Background: an optimization exercise with open tools, aiming at small area, a short achievable clock period and few clock cycles. Do not read the settings as production practice.
In this exercise RTL edits were held to simulation tests only and were not proved equivalent to the original.
Power is estimated from default activity; no workload was simulated.

==> flow/design.v, too long to show whole: its modules and the start of the top module <==
// module red_reduce: 885 lines
module red_reduce (
    input  wire        clk,
    input  wire        rst,         
    input  wire        in_valid,
    output reg         in_ready,
    input  wire        in_first,    
    input  wire        in_last,     
    input  wire [7:0]  op,
    input  wire [23:0] p0,
    input  wire [23:0] p1,
    input  wire [23:0] a,
    input  wire        a_ok,
    input  wire [23:0] b,
    input  wire        b_ok,
    output reg         out_valid,
    output wire [23:0] r0,
    output wire [23:0] r1,
    output reg         r_ok,
    output reg         nsat,
    output reg         asat
);
  // ...
==> flow/flow/run.sh <==
#!/bin/bash
# Standard layout, with repair_timing aiming for extra setup slack so that the
# achieved period shrinks, and port buffers of an ordinary buffer cell; the
# constraints (SDC, clock period) are the design's.
set -euo pipefail
bash standard.sh "BUFFER_PORTS_ARGS=-buffer_cell sky130_fd_sc_hd__buf_2" SETUP_SLACK_MARGIN=9 finish > orfs_make.log 2>&1
==> flow/standard.sh <==
#!/bin/bash
# synth_recipe.tcl (not shown) runs the flow's synth.tcl, then flattens the netlist and writes it again
# the make line also repeats each setting of config.mk as NAME=value (left out here)
make -C /OpenROAD-flow-scripts/flow DESIGN_CONFIG=/design/flow/config.mk WORK_HOME=/design/flow/orfs CLKGATE_MAP_FILE= SYNTH_SCRIPT=/design/flow/synth_recipe.tcl "${@:-finish}"
==> flow/config.mk <==
export PLATFORM = sky130hd
export DESIGN_NAME = red_reduce
export DESIGN_NICKNAME = red_reduce
export VERILOG_FILES = /design/flow/design.v
export SDC_FILE = /design/flow/constraint.sdc
export NUM_CORES = 4
export LEC_CHECK = 0
export CAP_MARGIN = 20
export CORE_MARGIN = 2
export CORE_UTILIZATION = 40
export SLEW_MARGIN = 20
==> flow/constraint.sdc <==
create_clock -name core_clock -period 14.0 [get_ports {clk}]
set_input_delay 2.8000 -clock core_clock [delete_from_list [all_inputs] [get_ports {clk}]]
set_output_delay 2.8000 -clock core_clock [all_outputs]
set_load 0.01 [all_outputs]
==> run notes, run 1 <==
DR top layer=met4; placed inst area=0.0415 mm^2; Signal buf overhead=0.0297; Global Route Usage Sum=0.232; outcome=timing/DRC/antenna clean; Num Clock Sinks=454; HP Class=register to register; Synth area leader=dfxtp_1; area of the multi-input gates=0.0263 mm^2; WL met2=55000 um; Setup Crit Path Kind=register to register; worst-case vdd ir drop=112 uV; count of non-CTS inverters in the layout=408; fraction of layout cells with a size suffix above 1=0.0880; slowest CP cell=nor2b_2; worst-path cell chain=nor2b_2 > a22oi_1 > xor2_1 > fa_1 > inv_1 > fa_1 > inv_1 > fa_1 > fa_1 > inv_1 > fa_1; Power Dens Cells=139 mW/mm^2; critical path launch point=bt1[3]$_DFF_P_; initial antenna violation count=1; Flop pwr share=0.304; mux share of post-synthesis cell area=0.0143; hold buffer count at CTS=0; WP data arrival=5.26 ns; Worst setup EP type=register; minimum clock period after layout=4.80 ns; final setup margin=9.20 ns; DP Wirelength=85500 um
Testbench counts, summed over its fixed seeds: cycles 42,289.
==> run 2, diff against run 1 <==
--- a/flow/flow/run.sh
+++ b/flow/flow/run.sh
@@ -5,2 +5,2 @@
 set -euo pipefail
-bash standard.sh "BUFFER_PORTS_ARGS=-buffer_cell sky130_fd_sc_hd__buf_2" SETUP_SLACK_MARGIN=9 finish > orfs_make.log 2>&1
+bash standard.sh "BUFFER_PORTS_ARGS=-buffer_cell sky130_fd_sc_hd__buf_2" SETUP_SLACK_MARGIN=10 finish > orfs_make.log 2>&1
==> run 2 against run 1 <==
Effect of this change:
- still clean on timing, DRC and antenna
- synthesized cell count unchanged
- non-clock buffer count grew 148
- worst setup slack better by 0.63 ns
- combinational power is 5% higher
- clock power is essentially flat
- global-route usage grew 0.84 points
- routed wire length increased by 5.4%
- utilization rose by 2.6 points
==> run notes, run 2 <==
Num Clock Sinks=454 (unchanged); commonest non-fill, non-tap cells in the layout=nand2_1, inv_1, a21oi_1, fa_1, o21ai_0; vias per cell=5.62; Worst setup EP type=primary output; die height=321 um; Synth top cells by count=nand2_1, inv_1, a21oi_1, dfxtp_1, fa_1; CTS buffer count=55; biggest regs=acc: 58 flops, W: 48 flops; CP max stage delay=0.50 ns; Total Neg Setup Slack=0 ns; largest net degree at the start of global routing=78; Largest Register=acc; min-delay src=l1$_DFF_P_; setup violators final=0; vias in the first global route=32900; nets=5310; antenna-violating nets left=0; HP Class=register to register; outcome=timing/DRC/antenna clean; CP top delay family=flip-flops; synth warn=1; register area share after synthesis=0.268; EDFF count, synth=168; port bufs=118; Initial Util=0.402; vias post-DR=34000; Layout area overhead=14.5%; Tcrit/Tclk final=0.298; global-route wire length before repair=194000 um; Leak=18.8 nW; Top FF cell, synth=dfxtp_1; area of the die=0.103 mm^2; minimum clock period after layout=4.17 ns (-0.626 ns); clock slew at reported path FFs=0.06 ns; relative slew slack=0.265; DP Wirelength=86900 um (+1.6%); worst path bufs/invs=1; IO Pins=164; final WL=127000 um; Synth Instances=4642; width of the die=321 um; worst skew pair latency=0.68 ns; Placeable Area=0.0997 mm^2; worst r2r src=C[1]$_DFFE_PP_; Netlist cell types=85; syn avg cell area=8.64 um^2; leading cell type in the layout, fill and taps excluded=nand2_1; Iteration-0 DRC Markers=3368; worst-path cell chain=buf_2; ys async rst share=0; TritonCTS clock tree=yes; Slew Limit Fails=0; f_max=0.240 GHz; fraction of layout cells with a size suffix above 1=0.144 (+0.0557); count leader, synth=nand2_1; Hold Vio Cnt, Final=0; RSZ-0062 raised after global routing=true; Setup Crit Path Kind=register to primary output; FF+latch count, synth=454; Power Dens Cells=135 mW/mm^2 (-2.7%); WP data required=11.20 ns; initial antenna violation count=3 (+2); Largest register FFs=58; critical path launch point=W[22]$_DFFE_PP_; row count=116; Worst setup SP type=register; Post-Syn Area=0.0401 mm^2; WP data arrival=1.37 ns (-3.89 ns); WL/cell=21.1 um; Synth top area share=0.143; Max-cap violations=0; Residual DRC=0; GPL Wtd Cong=0.939; worst-case vdd ir drop=105 uV (-6.5%); Synth area leader=dfxtp_1; CP max FO=2; Clock Skew=0.0769 ns; final hold slack=0.321 ns; DR pass1 iterations=6; H-tree depth=2; top cells by area, synth=dfxtp_1, fa_1, edfxtp_1; Worst Max-Slew Pin Slew=1.10 ns; CTS Buffer Depth=3; Global Route Usage Sum=0.241 (+0.00841); total grt overflow=0; Root Driver=clkbuf_16; slowest CP cell=edfxtp_1
[run 2: changes by cell type in the layout (fill, tap and decap cells not counted), sizes merged]
cell | previous run | this run
buf | 210 | 347
clkbuf | 69 | 80
diode | 0 | 6
bufbuf | 0 | 4
clkinv | 15 | 19
bufinv | 7 | 5
inv | 410 | 411
[run 2: final timing paths]
check                           slack, ns  cells past startpoint        endpoint
worst max-delay path                 9.83                      1          r0[22]
worst max register to register       9.90                     21  R[1]$_DFFE_PP_
worst min register to register       0.32                      0      l2$_DFF_P_
worst min-delay path                 0.32                      0      l2$_DFF_P_
[run 2: layout make-up]
class	count	area (um^2)
fill	9534	53800
multi-input combinational	3421	26900
sequential	454	10900
timing repair buffer	358	3130
tap	1298	1620
clock buffer	73	1530
inverter	408	1530
clock inverter	31	358
antenna	6	15.0
[run 2: report_power, final]
group	internal (mW)	total, mW	switching, mW
Clock	0.869	1.49	0.619
Sequential	1.59	1.83	0.239
Combinational	1.22	2.88	1.66
Total	3.68	6.20	2.52
[run 2: logic make-up (layout without fill, tap and decap cells)]
group,after synthesis,in the layout,synth area share
compound gates,1150,1150,0.184
xor+xnor,471,471,0.103
fa+ha+maj,501,501,0.208
buf+inv,780,870,0.0795
flops,454,454,0.268
mux,55,55,0.0143
other cells,1,20,0.0000935
simple gates,1230,1230,0.142
[run 2: what timing repair did]
item / in CTS / in global routing
pin swaps: 21 / 65
resized for setup: 161 / 119
endpoints found under the setup margin: 207 / 169
cloned: 7 / 6
buffers inserted: 82 / 57
hold buffers: 0 / 0
[run 2: stage by stage]
stage / instance area, um^2 / setup slack [ns] / instances / power (mW) / utilization
after detailed placement: 41500 / 8.91 / 5787 / 4.55 / 0.416
after CTS: 44800 / 9.79 / 5980 / 6.12 / 0.449
after global placement: 41500 / 8.99 / 5787 / 4.52 / 0.416
after floorplan: 40200 / 9.99 / 4655 / 3.82 / -
after global routing: 45900 / 9.69 / 6044 / 6.64 / 0.460
final: 45900 / 9.83 / 6049 / 6.20 / 0.460
[run 2: metal layers]
metal,up-vias,GRT usage,wire (um)
met1,16400,0.325,54600
met5,-,0,0
met3,269,0.0400,10100
met2,1406,0.383,57600
met4,0,0.0989,5180
li1,15900,-,-
==> run 3, diff against run 2 <==
--- a/flow/flow/run.sh
+++ b/flow/flow/run.sh
@@ -5,2 +5,2 @@
 set -euo pipefail
-bash standard.sh "BUFFER_PORTS_ARGS=-buffer_cell sky130_fd_sc_hd__buf_2" SETUP_SLACK_MARGIN=10 finish > orfs_make.log 2>&1
+bash standard.sh "BUFFER_PORTS_ARGS=-buffer_cell sky130_fd_sc_hd__buf_2" SETUP_SLACK_MARGIN=9.5 finish > orfs_make.log 2>&1
==> run 3 against run 2 <==
Effect of this change:
- sequential cell count unchanged
- first-iteration DRC count decreased by 13%
- utilization decreased by 2.3 points
- clock skew decreased by 0.057 ns
- count of clock-buffer cells in the layout increased by 7
- global-route usage decreased by 0.82 points
- die area unchanged
- routed wire length decreased by 4.8%
==> run notes, run 3 <==
Post-Syn Area=0.0401 mm^2 (unchanged); setup slack, reg-to-reg=9.59 ns (-0.31 ns); H-tree depth=2 (unchanged); CP max stage delay=0.78 ns (+0.28 ns); Worst Max-Slew Pin Slew=1.05 ns (-0.0514 ns); Largest Register=acc; mux share of post-synthesis cell area=0.0143 (unchanged); Adder-Cell Fraction of Synth Area=0.208 (unchanged); Synth area leader=dfxtp_1; Global Route Usage Sum=0.233 (-0.00817); worst-path cell chain=buf_2; nets=5178 (-2.5%); TritonCTS clock tree=yes; Layout area overhead=8.65%; width of the die=321 um (unchanged); final core occ=0.437 (-0.0234); post-route cell area=0.0436 mm^2 (-5.1%); total power of the final layout=5.97 mW (-3.7%); biggest regs=acc: 58 flops, W: 48 flops; GPL Wtd Cong=0.908 (-3.3%); Total Neg Setup Slack=0 ns (unchanged); Synth top area share=0.143 (unchanged); vias in the first global route=32500 (-1.3%); Top FF cell, synth=dfxtp_1; Placeable Area=0.0997 mm^2 (unchanged); Post-Synth Simple-Gate Area=0.142 (unchanged); final setup margin=9.53 ns (-0.299 ns); count leader, synth=nand2_1; CP top delay family=flip-flops; worst skew pair latency=0.63 ns (-0.05 ns); Hold Vio Cnt, Final=0 (unchanged); Clock Skew=0.0204 ns (-0.0565 ns); largest net degree at the start of global routing=78 (unchanged); pre-CTS WS=9.02 ns (+0.109 ns); global-route wire length before repair=189000 um (-2.5%); Synth Instances=4642 (unchanged); Post-Synth XOR/XNOR Area=0.103 (unchanged); commonest non-fill, non-tap cells in the layout=nand2_1, inv_1, a21oi_1, fa_1, dfxtp_1; WL/cell=20.5 um (-2.5%); WP data arrival=1.67 ns (+0.30 ns); f_max=0.224 GHz (-6.7%); Worst setup SP type=register; DP Wirelength=85600 um (-1.5%); placed insts=5788 (+0.017%); antenna-violating nets left=0 (unchanged); Tcrit/Tclk final=0.319 (+0.0213); Iteration-0 DRC Markers=2932 (-13%); fraction of layout cells with a size suffix above 1=0.0966 (-0.0472); top cells by area, synth=dfxtp_1, fa_1, edfxtp_1; relative slew slack=0.297 (+0.0319); final hold slack=0.327 ns (+0.00634 ns); syn avg cell area=8.64 um^2 (unchanged); CTS buffer count=53 (-3.6%); RSZ-0062 raised after global routing=false; CP max FO=16 (+14); DR pass1 iterations=6 (unchanged); total grt overflow=0 (unchanged); largest family of logic cells by synthesized area=adder cells; hold buffer count at CTS=0 (unchanged); slowest CP cell=edfxtp_1; Largest register FFs=58 (unchanged); Slew Limit Fails=0 (unchanged); Residual DRC=0 (unchanged); HP Class=register to register; row count=116 (unchanged); initial antenna violation count=2 (-1); vias post-DR=33000 (-3.0%); register area share after synthesis=0.268 (unchanged); Setup Crit Path Kind=register to primary output; ys async rst share=0 (unchanged); final WL=121000 um (-4.8%); clock slew at reported path FFs=0.06 ns (about the same); worst-case vdd ir drop=98.1 uV (-6.6%); Compound-Gate Fraction of Synth Area=0.184 (unchanged); Finished Layout Cells=5908 (-2.3%); Max-cap violations=0 (unchanged); EDFF count, synth=168 (unchanged); Worst setup EP type=primary output; leading cell type in the layout, fill and taps excluded=nand2_1; Num Clock Sinks=454 (unchanged); minimum clock period after layout=4.47 ns (+0.299 ns); Reg area=0.0108 mm^2 (-0.69%); Netlist cell types=85 (unchanged); setup violators final=0 (unchanged); area of the multi-input gates=0.0264 mm^2 (-1.8%); Power Dens Cells=137 mW/mm^2 (+1.4%); port bufs=118 (unchanged); vias per cell=5.58 (-0.69%); Filler Cell Count=9767 (+2.4%); placed inst area=0.0415 mm^2 (about the same); IO Pins=164 (unchanged); synth warn=1 (unchanged); WP data required=11.20 ns (about the same); Synth top cells by count=nand2_1, inv_1, a21oi_1, dfxtp_1, fa_1; worst path bufs/invs=1 (unchanged); CTS Buffer Depth=3 (unchanged); Root Driver=clkbuf_16; area of the die=0.103 mm^2 (unchanged); die height=321 um (unchanged); Initial Util=0.402 (unchanged); FF+latch count, synth=454 (unchanged); outcome=timing/DRC/antenna clean; Leak=17.8 nW (-5.4%)
run 3: cell types whose count changed in the layout (fill, tap and decap cells not counted), sizes merged:
| cell | change |
|---|---|
| clkinvlp | -3 |
| clkinv | -7 |
| buf | -119 |
| diode | -5 |
| bufinv | -4 |
| bufbuf | -4 |
| inv | +1 |
run 3: worst paths after layout:
path / startpoint / end / depth (start not counted)
worst max-delay path: W[0]$_DFFE_PP_ / r0[0] / 1
worst min-delay path: u1$_DFF_P_ / u2$_DFF_P_ / 0
worst max register to register: bo1[2]$_SDFF_PN0_ / ps[28]$_DFF_P_ / 11
worst min register to register: u1$_DFF_P_ / u2$_DFF_P_ / 0
run 3: routing by layer:
layer / wire, um / global-route usage / vias to the layer above
met5: 0 / 0 / -
met4: 4120 / 0.0793 / 0
met3: 8800 / 0.0353 / 246
met2: 55400 / 0.381 / 1273
met1: 53000 / 0.313 / 15800
li1: - / - / 15700
run 3: area by class of cell:
type,instances,share of cell area
diodes,1,0.0000574
clock buffers,80,0.0372
clock inverters,18,0.00367
inverters,408,0.0351
multi-input cells,3421,0.605
flip-flops and latches,454,0.247
well taps,1298,0.0373
repair buffers,228,0.0338
run 3: what timing repair did:
| item | in CTS | in global routing |
|---|---|---|
| setup buffers | 5 | 16 |
| pin swaps | 0 | 8 |
| setup endpoints to repair | 75 | 80 |
| gates resized for setup | 13 | 31 |
run 3: cells by family after synthesis:
family	count (synthesis)
AO/OA/AOI/OAI	1150
multiplexers	55
flip-flops	454
AND/OR/NAND/NOR	1230
XOR/XNOR	471
adder cells (fa/ha/maj)	501
other	1
buffers and inverters	780
run 3: report_power, final:
part / internal (mW) / leakage [nW] / total [mW] / switching, mW
logic: 1.14 / 13.1 / 2.73 / 1.59
registers: 1.59 / 3.84 / 1.82 / 0.233
clock network: 0.821 / 0.887 / 1.42 / 0.596
==> run 4, diff against run 3 <==
--- a/flow/flow/run.sh
+++ b/flow/flow/run.sh
@@ -5,2 +5,2 @@
 set -euo pipefail
-bash standard.sh "BUFFER_PORTS_ARGS=-buffer_cell sky130_fd_sc_hd__buf_2" SETUP_SLACK_MARGIN=9.5 finish > orfs_make.log 2>&1
+bash standard.sh "BUFFER_PORTS_ARGS=-buffer_cell sky130_fd_sc_hd__buf_2" SETUP_SLACK_MARGIN=9.75 finish > orfs_make.log 2>&1
==> run 4 against run 3 <==
Effect of this change:
- first-iteration DRC count is 3.6% higher
- sequential power hardly changed
- power is 3.0% higher
- worst hold slack worse by 0.022 ns
- synthesized cell count stayed put
==> run notes, run 4 <==
outcome=timing/DRC/antenna clean; Netlist cell types=85 (unchanged); f_max=0.235 GHz (+5.2%); HP Class=register to register; Tcrit/Tclk final=0.303 (-0.0158); Worst setup SP type=register; worst-path cell chain=inv_2 > ha_4 > or2_2 > a21oi_4 > a211oi_4 > o31ai_4 > buf_6 > mux2_4 > inv_2 > ha_4 > nor2b_4 > o21ai_2 > a21boi_2 > o211ai_1 > nand2_2 > a211oi_4 > o21ai_4 > buf_8 > mux2_4 > a21oi_2; CP max FO=5 (-11); Residual DRC=0 (unchanged); minimum clock period after layout=4.25 ns (-0.221 ns); EDFF count, synth=168 (unchanged); synth warn=1 (unchanged); nets=5234 (+1.1%); Total Neg Setup Slack=0 ns (unchanged); pre-CTS WS=8.86 ns (-0.167 ns); worst r2r src=C[4]$_DFFE_PP_; worst skew pair latency=0.66 ns (+0.03 ns); Clock Skew=0.0404 ns (+0.0200 ns); layer with the highest usage=met2; final WL=126000 um (+3.6%); DR pass1 iterations=8 (+2); Power Dens Cells=138 mW/mm^2 (+0.83%); final setup margin=9.75 ns (+0.221 ns); antenna-violating nets left=0 (unchanged); met1 usage=0.319 (+0.00615); CP max stage delay=0.43 ns (-0.35 ns); WL/cell=21.1 um (+2.6%); Initial Util=0.402 (unchanged); DP Wirelength=87300 um (+1.9%); min-delay src=mx1$_DFF_P_; worst-case vdd ir drop=101 uV (+2.7%); port bufs=118 (unchanged); slowest CP cell=edfxtp_1; vias post-DR=33700 (+2.2%); IO Pins=164 (unchanged); FF+latch count, synth=454 (unchanged); Leak=18.2 nW (+2.3%); M2 GR Usage=0.391 (+0.00981); Global Route Usage Sum=0.241 (+0.00830); setup slack, reg-to-reg=9.75 ns (+0.16 ns); Setup Crit Path Kind=register to register; Placeable Area=0.0997 mm^2 (unchanged); count leader, synth=nand2_1; clock slew at reported path FFs=0.06 ns (about the same); Top FF cell, synth=dfxtp_1; initial antenna violation count=2 (unchanged); Hold Path Sink=mx2$_DFF_P_; Synth top area share=0.143 (unchanged); Synth area leader=dfxtp_1; syn avg cell area=8.64 um^2 (unchanged); row count=116 (unchanged); relative slew slack=0.296 (-0.000600); Hold Vio Cnt, Final=0 (unchanged); top cells by area, synth=dfxtp_1, fa_1, edfxtp_1; TritonCTS clock tree=yes; ys async rst share=0 (unchanged); register area share after synthesis=0.268 (unchanged); Post-Syn Area=0.0401 mm^2 (unchanged); Synth Instances=4642 (unchanged); RSZ-0062 raised after global routing=true; Worst Max-Slew Pin Slew=1.05 ns (+0.00310 ns); vias in the first global route=33000 (+1.7%); setup violators final=0 (unchanged); Layout area overhead=11.0%; GPL Wtd Cong=0.942 (+3.7%); total grt overflow=0 (unchanged); CTS buffer count=55 (+3.8%); Largest Register=acc; CTS Buffer Depth=3 (unchanged); grt met3 use=0.0390 (+0.00373); global-route wire length before repair=194000 um (+2.8%); biggest regs=acc: 58 flops, W: 48 flops; H-tree depth=2 (unchanged); leading cell type in the layout, fill and taps excluded=nand2_1; Largest register FFs=58 (unchanged); Root Driver=clkbuf_16; Num Clock Sinks=454 (unchanged); Synth top cells by count=nand2_1, inv_1, a21oi_1, dfxtp_1, fa_1; Max-cap violations=0 (unchanged); Worst setup EP type=register; vias per cell=5.65 (+1.2%); Iteration-0 DRC Markers=3039 (+3.6%); reg2reg end=R[1]$_DFFE_PP_; largest net degree at the start of global routing=78 (unchanged); die height=321 um (unchanged); Slew Limit Fails=0 (unchanged); width of the die=321 um (unchanged); FF-to-FF path depth=20 (+9); final core occ=0.447 (+0.00955); WP data required=14.52 ns (+3.32 ns); Filler Cell Count=9665 (-1.0%); WP data arrival=4.77 ns (+3.10 ns); fraction of layout cells with a size suffix above 1=0.115 (+0.0189); area of the die=0.103 mm^2 (unchanged); commonest non-fill, non-tap cells in the layout=nand2_1, inv_1, a21oi_1, fa_1, dfxtp_1; Hold Crit Depth=0 (unchanged)
## run 4: cell types whose count changed in the layout (fill, tap and decap cells not counted), moves of 5 or more
cell	before	now
buf_4	101	138
buf_6	5	14
nor2b_4	3	9
dfxtp_4	1	7
buf_12	2	7
dfxtp_1	276	270
## run 4: critical path: cells and delay by family, from the launching register on
kind / cells / cell delay, ns
compound gates: 9 / 1.58
mux: 2 / 0.62
simple gates: 3 / 0.56
buf+inv: 4 / 0.51
flops: 1 / 0.43
fa+ha+maj: 2 / 0.41
## run 4: layer usage
metal | vias up | wire [um]
met4 | 2 | 5350
met3 | 315 | 9500
met5 | - | 13
met1 | 16200 | 53400
met2 | 1401 | 57500
li1 | 15800 | -
## run 4: worst max path at each step
stage,start,endpoint,slack [ns],cells after the start
after floorplan,C[1]$_DFFE_PP_,R[1]$_DFFE_PP_,9.77,20
after global placement,C[1]$_DFFE_PP_,R[8]$_DFFE_PP_,8.95,21
after detailed placement,C[1]$_DFFE_PP_,R[1]$_DFFE_PP_,8.86,21
after CTS,C[1]$_DFFE_PP_,R[8]$_DFFE_PP_,9.56,21
after global routing,C[4]$_DFFE_PP_,R[1]$_DFFE_PP_,9.52,20
final,C[4]$_DFFE_PP_,R[1]$_DFFE_PP_,9.75,20
## run 4: where the power goes
part           switching [mW]  internal [mW]  total, mW
clock                   0.632          0.902       1.53
sequential              0.233           1.59       1.82
combinational            1.63           1.16       2.80
## run 4: cells by family (layout without fill, tap and decap cells)
kind of cell    after synthesis  in the layout  synth area share
compound gates             1150           1150             0.184
buf+inv                     780            793            0.0795
mux                          55             55            0.0143
other cells                   1             16         0.0000935
flops                       454            454             0.268
xor+xnor                    471            471             0.103
simple gates               1230           1231             0.142
fa+ha+maj                   501            501             0.208
## run 4: per-stage QoR
step / total power, mW / std cells / hold slack (ns) / cell area (um^2)
3_5_place_dp: 4.55 / 5787 / 0.312 / 41500
5_1_grt: 6.58 / 5967 / 0.311 / 44500
2_1_floorplan: 3.82 / 4655 / 0.310 / 40200
6_report: 6.15 / 5969 / 0.306 / 44500
4_1_cts: 6.14 / 5938 / 0.310 / 44100
3_3_place_gp: 4.53 / 5787 / 0.311 / 41500
## run 4: layout make-up
| class | count | area, um^2 | area share |
|---|---|---|---|
| clock buffers | 74 | 1600 | 0.0360 |
| multi-input cells | 3422 | 26600 | 0.597 |
| clock inverters | 30 | 350 | 0.00787 |
| repair buffers | 281 | 2020 | 0.0453 |
| flip-flops and latches | 454 | 10800 | 0.243 |
| well taps | 1298 | 1620 | 0.0365 |
| inverters | 408 | 1530 | 0.0344 |
| diodes | 2 | 5.00 | 0.000112 |
## run 4: what timing repair did
action	CTS	global route
buffers inserted	46	27
pin swaps	20	14
setup endpoints to repair	102	102
hold buffers	0	0
gates cloned	1	2
resized for setup	61	51
==> run 5, diff against run 4 <==
--- a/flow/config.mk
+++ b/flow/config.mk
@@ -7,5 +7,5 @@
 export LEC_CHECK = 0
-export CAP_MARGIN = 20
+export CAP_MARGIN = 10
 export CORE_MARGIN = 2
 export CORE_UTILIZATION = 40
-export SLEW_MARGIN = 20
+export SLEW_MARGIN = 10
==> run 5 against run 4 <==
Effect of this change:
- worst hold slack about the same
- count of clock-buffer cells in the layout unchanged
- largest power group unchanged
- critical endpoint unchanged
- sequential power about the same
- synthesized area unchanged
==> run notes, run 5 <==
ys async rst share=0 (unchanged); Residual DRC=0 (unchanged); Setup Crit Path Kind=register to register; Clk pwr share=0.250 (about the same); RSZ-0062 raised after global routing=true; Max-cap violations=0 (unchanged); Root Driver=clkbuf_16; Synth top cells by count=nand2_1, inv_1, a21oi_1, dfxtp_1, fa_1; DR top layer=met5; min-delay src=mx1$_DFF_P_; leading cell type in the layout, fill and taps excluded=nand2_1; Layout area overhead=11.0% (about the same); synth warn=1 (unchanged); Worst setup SP type=register; row count=116 (unchanged); GPL Wtd Cong=0.942 (unchanged); met1 wire length=53300 um (-0.13%); CTS buffer count=55 (unchanged); Flop pwr share=0.296 (about the same); final hold slack=0.306 ns (+0.00000700 ns); Hold Vio Cnt, Final=0 (unchanged); Clock Skew=0.0404 ns (-0.0000182 ns); Worst setup EP type=register; vias per cell=5.64 (-0.11%); top cells by area, synth=dfxtp_1, fa_1, edfxtp_1; WL/cell=21.1 um (about the same); DP Wirelength=87300 um (unchanged); CP top delay family=compound AO/OA/AOI/OAI gates; slowest CP cell=edfxtp_1; syn avg cell area=8.64 um^2 (unchanged); DR pass1 iterations=8 (unchanged); final core occ=0.447 (about the same); Post-Syn Area=0.0401 mm^2 (unchanged); TritonCTS clock tree=yes; setup violators final=0 (unchanged); Hold Path Sink=mx2$_DFF_P_; H-tree depth=2 (unchanged); count leader, synth=nand2_1; minimum clock period after layout=4.25 ns (-0.0000200 ns); commonest non-fill, non-tap cells in the layout=nand2_1, inv_1, a21oi_1, fa_1, dfxtp_1; Initial Util=0.402 (unchanged); outcome=timing/DRC/antenna clean; Synth top area share=0.143 (unchanged); Total Neg Setup Slack=0 ns (unchanged); HP Class=register to register; WP data arrival=4.77 ns (about the same); die height=321 um (unchanged); Tcrit/Tclk final=0.303 (about the same); Leak=18.2 nW (about the same); Largest register FFs=58 (unchanged); worst skew pair latency=0.66 ns (about the same); Hold Crit Depth=0 (unchanged); Synth area leader=dfxtp_1; nets=5234 (unchanged); initial antenna violation count=2 (unchanged); worst path bufs/invs=4 (unchanged); worst-case vdd ir drop=101 uV (about the same); register area share after synthesis=0.268 (unchanged); vias in the first global route=33000 (unchanged); area of the die=0.103 mm^2 (unchanged); Worst Max-Slew Pin Slew=1.16 ns (+0.111 ns); Slew Limit Fails=0 (unchanged); CP max stage delay=0.43 ns (about the same); f_max=0.235 GHz (about the same); Top FF cell, synth=dfxtp_1; Synth Instances=4642 (unchanged); fraction of layout cells with a size suffix above 1=0.115 (-0.000214); FF-to-FF path depth=20 (unchanged); Power Dens Cells=138 mW/mm^2 (about the same); antenna-violating nets left=0 (unchanged); area of the multi-input gates=0.0266 mm^2 (about the same); WL met2=57600 um (about the same); CTS Buffer Depth=3 (unchanged); global-route wire length before repair=194000 um (unchanged); FF+latch count, synth=454 (unchanged); Iteration-0 DRC Markers=3040 (+0.033%); relative slew slack=0.224 (-0.0721); biggest regs=acc: 58 flops, W: 48 flops; Placeable Area=0.0997 mm^2 (unchanged); worst-path cell chain=inv_2 > ha_4 > or2_2 > a21oi_4 > a211oi_4 > o31ai_4 > buf_6 > mux2_4 > inv_2 > ha_4 > nor2b_4 > o21ai_2 > a21boi_2 > o211ai_1 > nand2_2 > a211oi_4 > o21ai_4 > buf_8 > mux2_4 > a21oi_2; IO Pins=164 (unchanged); Num Clock Sinks=454 (unchanged); net load switching power=2.50 mW (about the same); largest net degree at the start of global routing=78 (unchanged); worst r2r src=C[4]$_DFFE_PP_; EDFF count, synth=168 (unchanged); Global Route Usage Sum=0.241 (unchanged); Internal=3.65 mW (about the same); Met3 Routed Length=9540 um (+0.44%); CP max FO=5 (unchanged); final WL=126000 um (about the same); setup slack, reg-to-reg=9.75 ns (about the same); clock slew at reported path FFs=0.06 ns (about the same); total grt overflow=0 (unchanged); vias post-DR=33700 (-0.11%); Largest Register=acc; reg2reg end=R[1]$_DFFE_PP_; Comb pwr share=0.455 (about the same); Filler Cell Count=9665 (unchanged); width of the die=321 um (unchanged); WP data required=14.52 ns (about the same); Reg area=0.0108 mm^2 (unchanged); Net Sw Frac=0.407 (about the same); Netlist cell types=85 (unchanged); port bufs=118 (unchanged)
run 5: cell counts after synthesis:
Identical to the previous run, type by type.
run 5: through the flow:
step           instance area [um^2]  power, mW  setup WS [ns]  std cells
2_1_floorplan                 40200       3.82           9.77       4655
3_3_place_gp                  41500       4.53           8.95       5787
3_5_place_dp                  41500       4.55           8.86       5787
4_1_cts                       44100       6.14           9.56       5938
5_1_grt                       44500       6.58           9.52       5967
6_report                      44500       6.15           9.75       5969
run 5: worst max-delay path by stage:
stage              startpoint              to  cells past startpoint
6_report       C[4]$_DFFE_PP_  R[1]$_DFFE_PP_                     20
5_1_grt        C[4]$_DFFE_PP_  R[1]$_DFFE_PP_                     20
4_1_cts        C[1]$_DFFE_PP_  R[8]$_DFFE_PP_                     21
3_5_place_dp   C[1]$_DFFE_PP_  R[1]$_DFFE_PP_                     21
3_3_place_gp   C[1]$_DFFE_PP_  R[8]$_DFFE_PP_                     21
2_1_floorplan  C[1]$_DFFE_PP_  R[1]$_DFFE_PP_                     20
run 5: cell families (layout without fill, tap and decap cells):
family | count (synthesis) | in the layout | synth area share
and+or+nand+nor | 1230 | 1231 | 0.142
AOI/OAI and AO/OA | 1150 | 1150 | 0.184
xor gates and xnor gates | 471 | 471 | 0.103
adders and majority gates | 501 | 501 | 0.208
muxes | 55 | 55 | 0.0143
other | 1 | 16 | 0.0000935
DFF | 454 | 454 | 0.268
buffers and inverters | 780 | 793 | 0.0795
run 5: metal layers:
metal / vias up / global-route usage
li1: 15800 / -
met3: 310 / 0.0390
met5: - / 0
met4: 2 / 0.0993
met2: 1418 / 0.391
met1: 16200 / 0.319
run 5: area by class of cell:
class                      instances  share of cell area
tap                             1298              0.0365
timing repair buffer             281              0.0453
sequential                       454               0.243
clock inverter                    30             0.00787
clock buffer                      74              0.0360
multi-input combinational       3422               0.597
antenna                            2            0.000112
inverter                         408              0.0344
run 5: repair_timing:
| action | in CTS | in global routing |
|---|---|---|
| endpoints found under the setup margin | 102 | 102 |
| buffers inserted | 46 | 27 |
| gates resized for setup | 61 | 51 |
| pin swaps | 20 | 14 |
| cloned | 1 | 2 |
| hold buffers | 0 | 0 |
run 5: power by group through the flow:
stage / logic [mW] / clock network (mW) / registers (mW)
5_1_grt: 3.13 / 1.61 / 1.84
2_1_floorplan: 2.09 / 0 / 1.72
3_5_place_dp: 2.70 / 0 / 1.85
3_3_place_gp: 2.67 / 0 / 1.85
6_report: 2.80 / 1.53 / 1.82
4_1_cts: 2.75 / 1.56 / 1.82

[static timing again, ports no longer ideal]
No port has a modelled driver above. Below, the same layouts with a new extraction and two added sets of constraints.
Step 1 (the two cells are an assumption about what drives the block):
set clk [get_ports {clk}]
set_driving_cell -lib_cell sky130_fd_sc_hd__clkbuf_16 $clk
set_driving_cell -lib_cell sky130_fd_sc_hd__buf_2 [delete_from_list [all_inputs] $clk]
Step 2 adds t to the input delays and takes it off the output delays; t is the mean of the earliest and latest rising clock arrival at the registers after step 1. Input paths then give back, and output paths get back, about the clock's delay inside the block.
Slacks: no drivers / after step 1 / after step 2; pairs: no drivers / after step 1.
| run | shift t [ns] | setup WS [ns] | worst register clock-pin slew, ns | worst data-port slew with drivers (ns) |
|---|---|---|---|---|
| run 1 | 0.681 | 9.205 / 9.205 / 9.138 | 0.07 / 0.07 | 0.08 |
| run 2 | 0.707 | 9.830 / 9.765 / 9.330 | 0.07 / 0.07 | 0.11 |
| run 3 | 0.688 | 9.531 / 9.466 / 9.137 | 0.07 / 0.07 | 0.05 |
| run 4 | 0.701 | 9.752 / 9.731 / 9.232 | 0.07 / 0.07 | 0.11 |
| run 5 | 0.701 | 9.752 / 9.732 / 9.229 | 0.07 / 0.07 | 0.11 |
After both steps setup and hold are still met in every run listed. For run 5, which loses most, drivers alone change the setup slack by -0.020 ns; drivers and shift together by -0.523 ns.
